Background: an optimization exercise with open tools, aiming at small area, a short achievable clock period and few clock cycles. Do not read the settings as production practice. In this exercise RTL edits were held to simulation tests only and were not proved equivalent to the original. Power and IR drop assume default switching activity.

== run 1 ==
// qsc_decoder
module qsc_decoder (
    input  wire        clk,
    input  wire        rst,
    input  wire        cmd_valid,
    output wire        cmd_ready,
    input  wire [5:0]  cmd_width_m1,
    input  wire [5:0]  cmd_lines_m1,
    input  wire        cmd_hist_reset,
    input  wire [14:0] cmd_nbytes,
    input  wire [7:0]  cmd_fill,
    input  wire        in_valid,
    output wire        in_ready,
    input  wire [7:0]  in_data,
    output wire        out_valid,
    input  wire        out_ready,
    output wire [7:0]  out_pix,
    output wire        done,
    output wire [2:0]  status
);
    localparam [2:0] ST_OK       = 3'd0;
    localparam [2:0] ST_SHORT    = 3'd1;
    localparam [2:0] ST_TRAILING = 3'd2;
    localparam [2:0] ST_SYNTAX   = 3'd7;
    localparam [2:0] S_IDLE = 3'd0;    
    localparam [2:0] S_DEC  = 3'd1;    
    localparam [2:0] S_ERR  = 3'd2;    
    localparam [2:0] S_TAIL = 3'd3;    
    localparam [2:0] S_FIN  = 3'd4;    
    integer i;
    reg [2:0]  state;
    reg        cmd_ready_r;
    reg        in_ready_r;
    reg        done_r;
    reg        done_pend;          
    reg [2:0]  stat;
    reg [5:0]  w_m1;
    reg [5:0]  l_m1;
    reg [7:0]  fill_val;
    reg [14:0] bytes_left;         
    reg [5:0]  j;
    reg [5:0]  ln;
    reg        zero_line;          
    reg [7:0]  a_r, b_r, c_r;
    reg [1:0]  qb_r;               
    reg [2:0]  kc [0:3];           
    reg [7:0]  r0;
    reg [7:0]  s32 [0:31];
    reg [7:0]  s16 [0:15];
    reg [7:0]  s8  [0:7];
    reg [7:0]  s4  [0:3];
    reg [7:0]  s2  [0:1];
  ...
clock: 12.0 ns
lec_check: 0
cap_margin: 20
core_margin: 2
core_utilization: 40
cts_cluster_diameter: 80
cts_cluster_size: 24
setup_slack_margin: 4.5
slew_margin: 20
run.sh (not shown) runs the stock make flow with config.mk's settings and CLKGATE_MAP_FILE= SYNTH_SCRIPT=/design/flow/synth_recipe.tcl, a recipe that flattens the netlist after the stock synthesis.
Run 1 did not stop at any stage, and its layout met the timing, design-rule and antenna checks.
Testbench counts of run 1, summed over its fixed seeds: cycles 146,447.
The following lists how run 2 was set up differently from run 1:
# run 1
export LEC_CHECK = 0
export CAP_MARGIN = 20
export CORE_MARGIN = 2
export CORE_UTILIZATION = 40
export CTS_CLUSTER_DIAMETER = 80
export CTS_CLUSTER_SIZE = 24
export SETUP_SLACK_MARGIN = 4.5
export SLEW_MARGIN = 20
create_clock -name core_clock -period 12.0 [get_ports {clk}]
# run 2
export LEC_CHECK = 0
export CAP_MARGIN = 20
export CORE_MARGIN = 2
export CORE_UTILIZATION = 40
export CTS_CLUSTER_DIAMETER = 80
export CTS_CLUSTER_SIZE = 24
export SETUP_SLACK_MARGIN = 5
export SLEW_MARGIN = 20
create_clock -name core_clock -period 12.0 [get_ports {clk}]
Results
Run 2 did not stop at any stage, and its layout met the timing, design-rule and antenna checks. Run 2: logic gate share of total power is 1.3 points higher than what run 1 reported. Net switching power is higher on run 2. Run 2 vs run 1 on initial antenna violation count: run 2 is the higher one. Relative to run 1, the clock buffer count in the final layout of run 2 is lower by 2.9%. The standard cells in run 2 occupy more silicon area than those in run 1 do. Between run 2 and run 1, it is run 2 whose worst path setup slack after routing is higher, by 0.32 ns. Between run 2 and run 1, register-to-register setup slack is lower for run 1, run 2 comes in above that. [compare] base=run 1 new=run 2: fraction of power spent switching nets now sits at about the same level; multi-input gate area in the final layout went up.
Edits applied to the flow inputs when going from run 2 to run 3:
# run 2
export LEC_CHECK = 0
export CAP_MARGIN = 20
export CORE_MARGIN = 2
export CORE_UTILIZATION = 40
export CTS_CLUSTER_DIAMETER = 80
export CTS_CLUSTER_SIZE = 24
export SETUP_SLACK_MARGIN = 5
export SLEW_MARGIN = 20
create_clock -name core_clock -period 12.0 [get_ports {clk}]
# run 3
export LEC_CHECK = 0
export CAP_MARGIN = 20
export CORE_MARGIN = 2
export CORE_UTILIZATION = 40
export CTS_CLUSTER_DIAMETER = 80
export CTS_CLUSTER_SIZE = 24
export SETUP_SLACK_MARGIN = 4
export SLEW_MARGIN = 20
create_clock -name core_clock -period 12.0 [get_ports {clk}]
[summary]
- Changes observed in run 3 relative to run 2: number of cell instances on the worst register-to-register path moved up, fraction of layout cells with a size suffix above 1 moved down, total power density per cell area level.
- Compared with run 2, run 3 shows wire length that has gone down by a few percent.
- For area after detailed placement, run 2 and run 3 come out practically identical.
- Changes observed in run 3 relative to run 2: portion of the clock cycle consumed by the worst path in the final layout rose by 5.3 points, sum of routed wire segments on met1 fell by 3.0%, setup slack fell by 0.64 ns.
- Run 3 ended up with a lower reported combinational group power than run 2 did.
- Between run 3 and run 2, it is run 3 whose sum of met3 wire segment lengths after detailed routing is lower, by 3.7%.

* * *

qsc_decoder, a different RTL version from the one above (not shown whole).
For scale: roughly 4100 cells after synthesis, about 1100 flip-flops, roughly 64 I/O pins, about 52000 um^2 of cells after synthesis.
==> flow/design.v (excerpt) <==
module qsc_decoder (
    input  wire        clk,
    input  wire        rst,
    input  wire        cmd_valid,
    output wire        cmd_ready,
    input  wire [5:0]  cmd_width_m1,
    input  wire [5:0]  cmd_lines_m1,
    input  wire        cmd_hist_reset,
    input  wire [14:0] cmd_nbytes,
    input  wire [7:0]  cmd_fill,
    input  wire        in_valid,
    output wire        in_ready,
    input  wire [7:0]  in_data,
    output wire        out_valid,
    input  wire        out_ready,
    output wire [7:0]  out_pix,
    output wire        done,
    output wire [2:0]  status
);
    localparam [2:0] ST_OK       = 3'd0;
    localparam [2:0] ST_SHORT    = 3'd1;
    localparam [2:0] ST_TRAILING = 3'd2;
    localparam [2:0] ST_SYNTAX   = 3'd7;
    localparam [2:0] S_IDLE = 3'd0;    
    localparam [2:0] S_DEC  = 3'd1;    
    localparam [2:0] S_ERR  = 3'd2;    
    localparam [2:0] S_TAIL = 3'd3;    
    localparam [2:0] S_FIN  = 3'd4;    
    integer i;
    reg [2:0]  state;
    reg        cmd_ready_r;
    reg        in_ready_r;
    reg        done_r;
  ...
Settings: LEC_CHECK=0, CAP_MARGIN=20, CORE_MARGIN=2, CORE_UTILIZATION=40, CTS_CLUSTER_DIAMETER=70, CTS_CLUSTER_SIZE=32, SETUP_SLACK_MARGIN=5, SLEW_MARGIN=20; clock period 12.0 ns.
The starting point passed the timing, design-rule and antenna checks.
Testbench counts at the start, summed over its fixed seeds: cycles 146,447.
Then changed:
CTS_CLUSTER_DIAMETER = 80   (was 70)
CTS_CLUSTER_SIZE = 24   (was 32)
PLACE_DENSITY = 0.75   (was unset)
After rerunning:
- total power is lower by 7.4%
- worst setup slack is better by 0.011 ns
- design area is lower by 1.9%
- first-iteration DRC count is higher by 14%
- utilization is lower by 0.89 points
- wire length is lower by 3.8%
- die area stays the same
- via count is higher by 1.1%
- clock skew is higher by 0.0063 ns
- cell count is lower by 0.80%
- maximum frequency barely changes
Then changed:
CAP_MARGIN = 10   (was 20)
PLACE_DENSITY = unset   (was 0.75)
SLEW_MARGIN = 10   (was 20)
Clock power came out lower by about 3%; utilization barely changes; design area stays flat; total power stays flat.
Then changed:
CAP_MARGIN = 20   (was 10)
SLEW_MARGIN = 20   (was 10)
TNS_END_PERCENT = 5   (was unset)
Outcome: Worst setup slack is worse by 0.030 ns; hold slack is about the same; sequential power stays flat.

## afterwards: timing with drivers on the ports
The results above use ideal ports. As a check the final layouts listed here were re-extracted and re-timed, cells and wires unchanged. Step 1 assumes that a clkbuf_16 drives the clock port and a buf_2 every other input. Step 2 times the ports against the registers' clock, not the clock port: input delays grow and output delays shrink by t, the midpoint of the rising clock arrivals with the driver on. Slacks: ideal / step 1 / step 2; pairs: ideal / step 1.
run	t, ns	slack for setup (ns)	hold slack, ns
run 1	0.758	4.677 / 4.677 / 4.603	0.385 / 0.385 / 0.385
run 2	0.763	4.995 / 4.995 / 4.886	0.350 / 0.350 / 0.350
run 3	0.763	4.353 / 4.353 / 4.353	0.372 / 0.372 / 0.372
the first run of note 2	0.780	5.276 / 5.276 / 5.276	0.395 / 0.395 / 0.395
the second run of note 2	0.754	5.287 / 5.287 / 5.287	0.396 / 0.396 / 0.396
the third run of note 2	0.764	5.220 / 5.220 / 5.220	0.397 / 0.397 / 0.397
the fourth run of note 2	0.762	5.190 / 5.190 / 5.190	0.397 / 0.397 / 0.397
After both steps every run listed still meets setup and hold. The setup slack of run 2, which loses most, moves by 0.000 ns with the drivers and by -0.109 ns with both steps.
